Source: an optimization exercise on an open RTL-to-GDS flow (aim: small area, a short achievable clock period and few clock cycles per item). Production flows keep margins and buffers that such runs may drop.
Function was checked by simulation only, so behaviour that the tests miss may differ from the original.
No activity file was given, so power comes from the tool's default toggle rates.

==> run a: inputs <==
// ozhan_arith
module ozhan_arith (
    input  wire        clk,
    input  wire        rst,         
    input  wire        in_valid,
    output wire        in_ready,
    input  wire [4:0]  op,
    input  wire [31:0] a,
    input  wire [3:0]  a_tag,
    input  wire [31:0] b,
    input  wire [3:0]  b_tag,
    output reg         out_valid,
    output reg  [31:0] r,           
    output reg  [3:0]  r_tag,
    output reg  [31:0] r2,          
    output reg  [3:0]  r2_tag,
    output reg         ov,
    output reg         sat,
    output reg         dz,
    output reg         tag_fault
);
Settings: LEC_CHECK=0, CAP_MARGIN=20, CORE_MARGIN=2, CORE_UTILIZATION=55, GPL_TIMING_DRIVEN=1, PLACE_DENSITY=0.75, SETUP_SLACK_MARGIN=5, SLEW_MARGIN=20, TNS_END_PERCENT=0; clock period 11.5 ns.
run.sh (not shown) runs the stock make flow with config.mk's settings and CLKGATE_MAP_FILE= SYNTH_SCRIPT=/design/flow/synth_recipe.tcl, a recipe that flattens the netlist after the stock synthesis.
==> run b (differences from run a) <==
--- a/flow/design.v
+++ b/flow/design.v
@@ -178,15 +178,14 @@
     reg        iv;              
     reg [4:0]  q_op;
     reg [31:0] qa, qb;          
     reg [3:0]  q_rt, q_r2t;     
     reg        q_tf;            
     reg        q_p;             
     reg        q_nn;            
-    reg [5:0]  q_la, q_lb;      
     assign in_ready = !busy;
     wire accept = in_valid && !busy;
     wire       in_muls = (op == OP_MULS);
     wire       in_mul  = (op == OP_MULS) || (op == OP_MULU);
     wire       in_div  = (op == OP_DIVS) || (op == OP_DIVU);
     wire [1:0] len_a   = mul_len(a, in_muls);
     wire [1:0] len_b   = mul_len(b, in_muls);
@@ -195,35 +194,36 @@
     wire [1:0] in_k    = a_short ? len_a : len_b;
     wire [7:0] in_ch   = chunk_of(a_short ? a : b, in_k);
     wire [14:0] in_bth = booth(in_ch, in_muls & in_ch[7]);
     wire [8:0] in_t    = tag_op(op, a_tag, b_tag, b[3:0]);
     wire       in_p    = (in_t[3:0] == T_POISON);
     wire       in_multi = !in_p && ((in_mul && in_k != 2'd0) || in_div);
     wire       in_nn   = (op == OP_DIVS) && (a[31] || b[31]) && !in_p;
-    wire       in_na   = (op == OP_DIVS) && a[31];
-    wire       in_nb   = (op == OP_DIVS) && b[31];
-    wire [5:0] in_pa   = lead1(in_na ? ~a : a);
-    wire [5:0] in_pb   = lead1(in_nb ? ~b : b);
-    wire [5:0] in_la   = (in_pa[5] ? {1'b0, in_pa[4:0]} + 6'd1 : 6'd0) + {5'd0, in_na};
-    wire [5:0] in_lb   = in_pb[5] ? {1'b0, in_pb[4:0]} + 6'd1 : {5'd0, in_nb};
     reg        s_first;         
     reg        s_mul;           
     reg        s_dnorm;         
     reg        s_diter;         
     reg        s_dfin;          
     reg        s_neg;           
     reg  [1:0] m_idx;           
     reg [14:0] m_bth;           
     reg  [4:0] cnt;             
     reg  [1:0] b3h;             
     reg        dneg_q, dneg_r, dov;
-    reg  x_mul, x_div, x_divs, m_sg, a_sub, a_ext, sh_left;
+    wire x_mul  = (q_op == OP_MULS) || (q_op == OP_MULU);
+    wire x_muls = (q_op == OP_MULS);
+    wire x_div  = (q_op == OP_DIVS) || (q_op == OP_DIVU);
+    wire x_divs = (q_op == OP_DIVS);
     wire d_neg    = s_first && q_nn;                        
     wire d_ld     = x_div && !q_p && ((s_first && !q_nn) || s_dnorm);    
     wire [33:0] d_r4  = {r2, qa[31:30]};
+    wire a_sub = (q_op == OP_SUB) || (q_op == OP_SUBS) || (q_op == OP_MIN) ||
+                 (q_op == OP_MAX) || (q_op == OP_CEQ) || (q_op == OP_CLT) ||
+                 (q_op == OP_CLTU);
+    wire a_ext = (q_op != OP_CLTU);
     wire       sa  = a_ext & qa[31];
     wire       sb  = a_ext & qb[31];
     wire [34:0] x1  = s_neg ? 35'd0 : s_diter ? {1'b0, d_r4} : {sa, sa, sa, qa};
     wire [34:0] y1  = s_neg ? {3'd0, qa} : s_diter ? {3'd0, qb} : {sb, sb, sb, qb};
     wire        i1  = a_sub || s_neg || s_diter;
     wire [34:0] s1  = x1 + (y1 ^ {35{i1}}) + {34'd0, i1};
     wire s_ovf = s1[32] != s1[31];
@@ -236,19 +236,22 @@
     wire        d_g3 = !s2[34];
     wire        d_g2 = !s3[34];
     wire        d_g1 = !s1[34];
     wire [31:0] d_rem = d_g3 ? s2[31:0] : d_g2 ? s3[31:0] : d_g1 ? s1[31:0] : d_r4[31:0];
     wire [1:0]  d_dig = {d_g3 | d_g2, d_g3 | (!d_g2 & d_g1)};
     wire [31:0] d_quo = {qa[29:0], d_dig};
     wire        d_z   = (qb == 32'd0);
-    wire [6:0]  nd  = {1'b0, q_la} - {1'b0, q_lb} + 7'd1;
-    wire        nz  = (q_lb == 6'd0) || nd[6] || (nd == 7'd0);
-    wire [4:0]  nh  = nd[5:1] + {4'd0, nd[0]};
+    wire [5:0]  la  = lead1(qa);
+    wire [5:0]  lb  = lead1(qb);
+    wire [5:0]  nd  = {1'b0, la[4:0]} - {1'b0, lb[4:0]};
+    wire        nz  = !la[5] || !lb[5] || nd[5];
+    wire [4:0]  nh  = {1'b0, nd[4:1]} + 5'd1;
     wire [5:0]  n2  = nz ? 6'd0 : {nh, 1'b0};
     wire [4:0]  sh  = qb[4:0];
+    wire        sh_left = (q_op == OP_SHL) || (q_op == OP_ROL);
     wire [4:0]  rot_amt = x_div ? n2[4:0] : (sh_left ? (5'd0 - sh) : sh);
     wire [5:0]  msk_amt = x_div ? n2 : {1'b0, sh};
     wire [63:0] rot2 = {qa, qa} >> rot_amt;
     wire [31:0] rot  = rot2[31:0];
     wire [31:0] mrt  = 32'hFFFF_FFFF >> msk_amt;        
     wire [31:0] mlt;                                     
     genvar gi;
@@ -275,15 +278,15 @@
     wire [31:0] alu_d =
         ({32{op_as || (op_sat && !s_ovf)}} & s1[31:0]) |
         ({32{sat_hit}} & (s1[32] ? MIN : MAX)) |
         ({32{op_shl || op_shr || op_sar || op_rol}} & sh_res) |
         lg_res |
         ({32{op_mm}} & mm_res) |
         {31'd0, op_cmp && cmp_bit};
-    wire [32:0] m_x  = {m_sg, qa};                       
+    wire [32:0] m_x  = {x_muls & qa[31], qa};            
     wire [34:0] m_xs = {{2{m_x[32]}}, m_x};
     wire [63:0] m_row [0:4];
     genvar gj;
     generate for (gj = 0; gj < 5; gj = gj + 1) begin : g_booth
         wire [34:0] sel = ({35{m_bth[gj]}} & m_xs) | ({35{m_bth[5+gj]}} & {m_xs[33:0], 1'b0});
         wire [34:0] rw  = sel ^ {35{m_bth[10+gj]}};
         assign m_row[gj] = {29'd0, ~rw[34], rw[33:0]} << (2 * gj);
@@ -417,32 +420,21 @@
                 end
             end
             if (accept) begin
                 iv      <= 1'b1;
                 busy    <= in_multi;
                 s_first <= 1'b1;
                 q_op    <= op;
-                x_mul   <= in_mul;
-                x_div   <= in_div;
-                x_divs  <= (op == OP_DIVS);
-                m_sg    <= in_muls && (in_swap ? b[31] : a[31]);
-                a_sub   <= (op == OP_SUB) || (op == OP_SUBS) || (op == OP_MIN) ||
-                           (op == OP_MAX) || (op == OP_CEQ) || (op == OP_CLT) ||
-                           (op == OP_CLTU);
-                a_ext   <= (op != OP_CLTU);
-                sh_left <= (op == OP_SHL) || (op == OP_ROL);
                 qa      <= in_swap ? b : a;
                 qb      <= in_swap ? a : b;
                 q_rt    <= in_t[3:0];
                 q_tf    <= in_t[4];
                 q_r2t   <= in_t[8:5];
                 q_p     <= in_p;
                 q_nn    <= in_nn;
-                q_la    <= in_la;
-                q_lb    <= in_lb;
                 s_neg   <= in_nn;
                 m_idx   <= in_k;
                 m_bth   <= in_bth;
             end
         end
     end
 endmodule
- CORE_UTILIZATION: 55 -> 65
- PLACE_DENSITY: 0.75 -> 0.85
- TNS_END_PERCENT: 0 -> default
==> run summary <==
| item | run a | run b |
|---|---|---|
| GP Congestion | 1.21 | 1.22 |
| Mapped cell area | 41900 um^2 | 39100 um^2 |
| Count of flip-flops with a built-in enable after synthesis | 125 | 106 |
| Post-CTS sizing | 11 | 154 |
| Cell count after placement | 6463 | 5831 |
| Number of H-tree branching levels | 1 | 4 |
| Synthesized-area fraction occupied by ao, oa, aoi and oai cells | 28.7% | 26.6% |
| Result of the run | finished clean | aborted with a tool error |
| Last stage reached | - | global routing (5_1_grt) |
| Yosys cell types | 115 | 102 |
| Share of cell area taken by muxes after synthesis | 7.70% | 10.1% |
| Number of clock buffers inserted by TritonCTS | 29 | 17 |
| Post-CTS Setup Repair Bufs | 5 | 45 |
| Maximum count of clock buffers along a single path | 3 | 2 |
Testbench counts of run a, summed over its fixed seeds: cycles 31,931, items 24,000.
Testbench counts of run b, summed over its fixed seeds: cycles 31,909, items 24,000.

* * *

==> run P <==
Another version of the RTL of ozhan_arith (not shown whole).
clock: 11.5 ns
lec_check: 0
cap_margin: 30
core_margin: 2
core_utilization: 45
gpl_timing_driven: 1
place_density: 0.65
setup_slack_margin: 5
slew_margin: 20
tns_end_percent: 0
==> run G: changes against run P <==
--- a/flow/design.v
+++ b/flow/design.v
@@ -178,15 +178,14 @@
     reg        iv;              
     reg [4:0]  q_op;
     reg [31:0] qa, qb;          
     reg [3:0]  q_rt, q_r2t;     
     reg        q_tf;            
     reg        q_p;             
     reg        q_nn;            
-    reg [5:0]  q_la, q_lb;      
     assign in_ready = !busy;
     wire accept = in_valid && !busy;
     wire       in_muls = (op == OP_MULS);
     wire       in_mul  = (op == OP_MULS) || (op == OP_MULU);
     wire       in_div  = (op == OP_DIVS) || (op == OP_DIVU);
     wire [1:0] len_a   = mul_len(a, in_muls);
     wire [1:0] len_b   = mul_len(b, in_muls);
@@ -195,35 +194,36 @@
     wire [1:0] in_k    = a_short ? len_a : len_b;
     wire [7:0] in_ch   = chunk_of(a_short ? a : b, in_k);
     wire [14:0] in_bth = booth(in_ch, in_muls & in_ch[7]);
     wire [8:0] in_t    = tag_op(op, a_tag, b_tag, b[3:0]);
     wire       in_p    = (in_t[3:0] == T_POISON);
     wire       in_multi = !in_p && ((in_mul && in_k != 2'd0) || in_div);
     wire       in_nn   = (op == OP_DIVS) && (a[31] || b[31]) && !in_p;
-    wire       in_na   = (op == OP_DIVS) && a[31];
-    wire       in_nb   = (op == OP_DIVS) && b[31];
-    wire [5:0] in_pa   = lead1(in_na ? ~a : a);
-    wire [5:0] in_pb   = lead1(in_nb ? ~b : b);
-    wire [5:0] in_la   = (in_pa[5] ? {1'b0, in_pa[4:0]} + 6'd1 : 6'd0) + {5'd0, in_na};
-    wire [5:0] in_lb   = in_pb[5] ? {1'b0, in_pb[4:0]} + 6'd1 : {5'd0, in_nb};
     reg        s_first;         
     reg        s_mul;           
     reg        s_dnorm;         
     reg        s_diter;         
     reg        s_dfin;          
     reg        s_neg;           
     reg  [1:0] m_idx;           
     reg [14:0] m_bth;           
     reg  [4:0] cnt;             
     reg  [1:0] b3h;             
     reg        dneg_q, dneg_r, dov;
-    reg  x_mul, x_div, x_divs, m_sg, a_sub, a_ext, sh_left;
+    wire x_mul  = (q_op == OP_MULS) || (q_op == OP_MULU);
+    wire x_muls = (q_op == OP_MULS);
+    wire x_div  = (q_op == OP_DIVS) || (q_op == OP_DIVU);
+    wire x_divs = (q_op == OP_DIVS);
     wire d_neg    = s_first && q_nn;                        
     wire d_ld     = x_div && !q_p && ((s_first && !q_nn) || s_dnorm);    
     wire [33:0] d_r4  = {r2, qa[31:30]};
+    wire a_sub = (q_op == OP_SUB) || (q_op == OP_SUBS) || (q_op == OP_MIN) ||
+                 (q_op == OP_MAX) || (q_op == OP_CEQ) || (q_op == OP_CLT) ||
+                 (q_op == OP_CLTU);
+    wire a_ext = (q_op != OP_CLTU);
     wire       sa  = a_ext & qa[31];
     wire       sb  = a_ext & qb[31];
     wire [34:0] x1  = s_neg ? 35'd0 : s_diter ? {1'b0, d_r4} : {sa, sa, sa, qa};
     wire [34:0] y1  = s_neg ? {3'd0, qa} : s_diter ? {3'd0, qb} : {sb, sb, sb, qb};
     wire        i1  = a_sub || s_neg || s_diter;
     wire [34:0] s1  = x1 + (y1 ^ {35{i1}}) + {34'd0, i1};
     wire s_ovf = s1[32] != s1[31];
@@ -236,19 +236,22 @@
     wire        d_g3 = !s2[34];
     wire        d_g2 = !s3[34];
     wire        d_g1 = !s1[34];
     wire [31:0] d_rem = d_g3 ? s2[31:0] : d_g2 ? s3[31:0] : d_g1 ? s1[31:0] : d_r4[31:0];
     wire [1:0]  d_dig = {d_g3 | d_g2, d_g3 | (!d_g2 & d_g1)};
     wire [31:0] d_quo = {qa[29:0], d_dig};
     wire        d_z   = (qb == 32'd0);
-    wire [6:0]  nd  = {1'b0, q_la} - {1'b0, q_lb} + 7'd1;
-    wire        nz  = (q_lb == 6'd0) || nd[6] || (nd == 7'd0);
-    wire [4:0]  nh  = nd[5:1] + {4'd0, nd[0]};
+    wire [5:0]  la  = lead1(qa);
+    wire [5:0]  lb  = lead1(qb);
+    wire [5:0]  nd  = {1'b0, la[4:0]} - {1'b0, lb[4:0]};
+    wire        nz  = !la[5] || !lb[5] || nd[5];
+    wire [4:0]  nh  = {1'b0, nd[4:1]} + 5'd1;
     wire [5:0]  n2  = nz ? 6'd0 : {nh, 1'b0};
     wire [4:0]  sh  = qb[4:0];
+    wire        sh_left = (q_op == OP_SHL) || (q_op == OP_ROL);
     wire [4:0]  rot_amt = x_div ? n2[4:0] : (sh_left ? (5'd0 - sh) : sh);
     wire [5:0]  msk_amt = x_div ? n2 : {1'b0, sh};
     wire [63:0] rot2 = {qa, qa} >> rot_amt;
     wire [31:0] rot  = rot2[31:0];
     wire [31:0] mrt  = 32'hFFFF_FFFF >> msk_amt;        
     wire [31:0] mlt;                                     
     genvar gi;
@@ -275,50 +278,40 @@
     wire [31:0] alu_d =
         ({32{op_as || (op_sat && !s_ovf)}} & s1[31:0]) |
         ({32{sat_hit}} & (s1[32] ? MIN : MAX)) |
         ({32{op_shl || op_shr || op_sar || op_rol}} & sh_res) |
         lg_res |
         ({32{op_mm}} & mm_res) |
         {31'd0, op_cmp && cmp_bit};
-    wire [32:0] m_x  = {m_sg, qa};                       
+    wire [32:0] m_x  = {x_muls & qa[31], qa};            
     wire [34:0] m_xs = {{2{m_x[32]}}, m_x};
     wire [63:0] m_row [0:4];
-    wire [4:0]  m_one = m_bth[4:0];
-    wire [4:0]  m_two = {1'b0, m_bth[8:5]};
-    wire [4:0]  m_neg = {1'b0, m_bth[13:10]};
     genvar gj;
     generate for (gj = 0; gj < 5; gj = gj + 1) begin : g_booth
-        wire [34:0] sel = ({35{m_one[gj]}} & m_xs) | ({35{m_two[gj]}} & {m_xs[33:0], 1'b0});
-        wire [34:0] rw  = sel ^ {35{m_neg[gj]}};
-        if (gj == 0) begin : g_r0
-            assign m_row[gj] = {29'd0, ~rw[34], rw[33:0]};
-        end else begin : g_rn
-            assign m_row[gj] = ({29'd0, ~rw[34], rw[33:0]} << (2 * gj)) |
-                               ({63'd0, m_neg[gj-1]} << (2 * gj - 2));
-        end
+        wire [34:0] sel = ({35{m_bth[gj]}} & m_xs) | ({35{m_bth[5+gj]}} & {m_xs[33:0], 1'b0});
+        wire [34:0] rw  = sel ^ {35{m_bth[10+gj]}};
+        assign m_row[gj] = {29'd0, ~rw[34], rw[33:0]} << (2 * gj);
     end endgenerate
-    reg  [63:0] m_k0;
-    always @(*) begin
-        case (m_idx)
-            2'd0: m_k0 = 64'hFFFF_FAAC_0000_0000;
-            2'd1: m_k0 = 64'hFFFF_FAA6_AC00_0000;
-            2'd2: m_k0 = 64'hFFFF_FAA6_A6AC_0000;
-            default: m_k0 = 64'hFFFF_FAA6_A6A6_AC00;
-        endcase
-    end
-    wire [63:0] m_acc = s_first ? m_k0 : {r2[23:0], r, 8'd0};
+    wire [4:0]  m_neg = m_bth[14:10];
+    localparam [63:0] M_K = 64'd0 - (64'd1 << 34) - (64'd1 << 36) - (64'd1 << 38)
+                                  - (64'd1 << 40) - (64'd1 << 42);
+    wire [63:0] m_e   = M_K | {55'd0, m_neg[4], 1'b0, m_neg[3], 1'b0, m_neg[2],
+                                1'b0, m_neg[1], 1'b0, m_neg[0]};
+    wire [63:0] m_acc = s_first ? 64'd0 : {r2[23:0], r, 8'd0};
     wire [63:0] c1s = m_acc ^ m_row[0] ^ m_row[1];
     wire [63:0] c1c = {(m_acc & m_row[0]) | (m_acc & m_row[1]) | (m_row[0] & m_row[1]), 1'b0};
     wire [63:0] c2s = m_row[2] ^ m_row[3] ^ m_row[4];
     wire [63:0] c2c = {(m_row[2] & m_row[3]) | (m_row[2] & m_row[4]) | (m_row[3] & m_row[4]), 1'b0};
     wire [63:0] c3s = c1s ^ c1c ^ c2s;
     wire [63:0] c3c = {(c1s & c1c) | (c1s & c2s) | (c1c & c2s), 1'b0};
     wire [63:0] c4s = c3s ^ c3c ^ c2c;
     wire [63:0] c4c = {(c3s & c3c) | (c3s & c2c) | (c3c & c2c), 1'b0};
-    wire [63:0] m_sum = c4s + c4c;
+    wire [63:0] c5s = c4s ^ c4c ^ m_e;
+    wire [63:0] c5c = {(c4s & c4c) | (c4s & m_e) | (c4c & m_e), 1'b0};
+    wire [63:0] m_sum = c5s + c5c;
     wire        m_last = (m_idx == 2'd0);
     wire [14:0] m_nbth = booth(chunk_of(qb, m_idx - 2'd1), 1'b0);
     wire fin_one  = s_first && (q_p || !(x_mul || x_div) || (x_mul && m_last));
     wire fin_mul  = s_mul && m_last;
     wire fin_dit  = s_diter && !dneg_q && !dneg_r && (cnt == 5'd1);
     wire fin      = iv && (fin_one || fin_mul || fin_dit || s_dfin);
     always @(posedge clk) begin
@@ -427,32 +420,21 @@
                 end
             end
             if (accept) begin
                 iv      <= 1'b1;
                 busy    <= in_multi;
                 s_first <= 1'b1;
                 q_op    <= op;
-                x_mul   <= in_mul;
-                x_div   <= in_div;
-                x_divs  <= (op == OP_DIVS);
-                m_sg    <= in_muls && (in_swap ? b[31] : a[31]);
-                a_sub   <= (op == OP_SUB) || (op == OP_SUBS) || (op == OP_MIN) ||
-                           (op == OP_MAX) || (op == OP_CEQ) || (op == OP_CLT) ||
-                           (op == OP_CLTU);
-                a_ext   <= (op != OP_CLTU);
-                sh_left <= (op == OP_SHL) || (op == OP_ROL);
                 qa      <= in_swap ? b : a;
                 qb      <= in_swap ? a : b;
                 q_rt    <= in_t[3:0];
                 q_tf    <= in_t[4];
                 q_r2t   <= in_t[8:5];
                 q_p     <= in_p;
                 q_nn    <= in_nn;
-                q_la    <= in_la;
-                q_lb    <= in_lb;
                 s_neg   <= in_nn;
                 m_idx   <= in_k;
                 m_bth   <= in_bth;
             end
         end
     end
 endmodule
==> flow/config.mk (replaced) <==
export PLATFORM = sky130hd
export DESIGN_NAME = ozhan_arith
export DESIGN_NICKNAME = ozhan_arith
export VERILOG_FILES = /design/flow/design.v
export SDC_FILE = /design/flow/constraint.sdc
export NUM_CORES = 4
export LEC_CHECK = 0
export CAP_MARGIN = 20
export CORE_MARGIN = 2
export CORE_UTILIZATION = 55
export PLACE_DENSITY = 0.75
export SETUP_SLACK_MARGIN = 4
export SLEW_MARGIN = 20
==> qor summary <==
                                                                                run P        run G
Die width                                                                    306.2 µm     270.8 µm
Fraction of power consumed by combinational cells                                9.0%         8.8%
Largest driver fanout on the critical path                                         50           32
Max IR drop VDD                                                           0.0001155 V  0.0001318 V
Number of global-route vias before repair                                       45620        42260
Fraction of synthesized cell area taken by the top area cell type              9.061%       10.00%
Share of layout cells above drive strength 1                                   9.083%       7.479%
Routed WL per cell                                                           42.34 µm     35.16 µm
Number of violations reported at the end of detailed-routing iteration 0         9901         8387
Vertical die dimension                                                       306.2 µm     270.8 µm
Number of nets at the end of the flow                                            5898         5634
Instance count on the critical path                                                16           18
Sequential-to-total area share from yosys stat                                 13.54%       12.84%
Post-Syn Area per Cell                                                      7.513 µm²    7.547 µm²
Result of the run                                    no timing/DRC/antenna violations  no timing/DRC/antenna violations
Testbench counts of run P, summed over its fixed seeds: cycles 31,931, items 24,000.
Testbench counts of run G, summed over its fixed seeds: cycles 31,909, items 24,000.

static timing again, ports no longer ideal:
The results above use ideal ports. As a check the final layouts listed here were re-extracted and re-timed, cells and wires unchanged. Step 1 assumes that a clkbuf_16 drives the clock port and a buf_2 every other input. Step 2 adds t to the input delays and takes it off the output delays; t is the mean of the earliest and latest rising clock arrival at the registers after step 1. Input paths then give back, and output paths get back, about the clock's delay inside the block. a / b / c = no drivers / after step 1 / after step 2; a / b = the first two.
run	t, ns	setup slack, ns	clock arrival spread, ns	slew at the worst register clock pin (ns)
run a	0.696	4.754 / 4.754 / 4.457	0.047 / 0.047	0.08 / 0.08
run P	0.691	4.531 / 4.531 / 4.477	0.049 / 0.049	0.07 / 0.07
run G	0.603	3.848 / 3.848 / 3.744	0.018 / 0.018	0.10 / 0.10
After both steps setup and hold are still met in every run listed. The setup slack of run a, which loses most, moves by 0.000 ns with the drivers and by -0.297 ns with both steps.
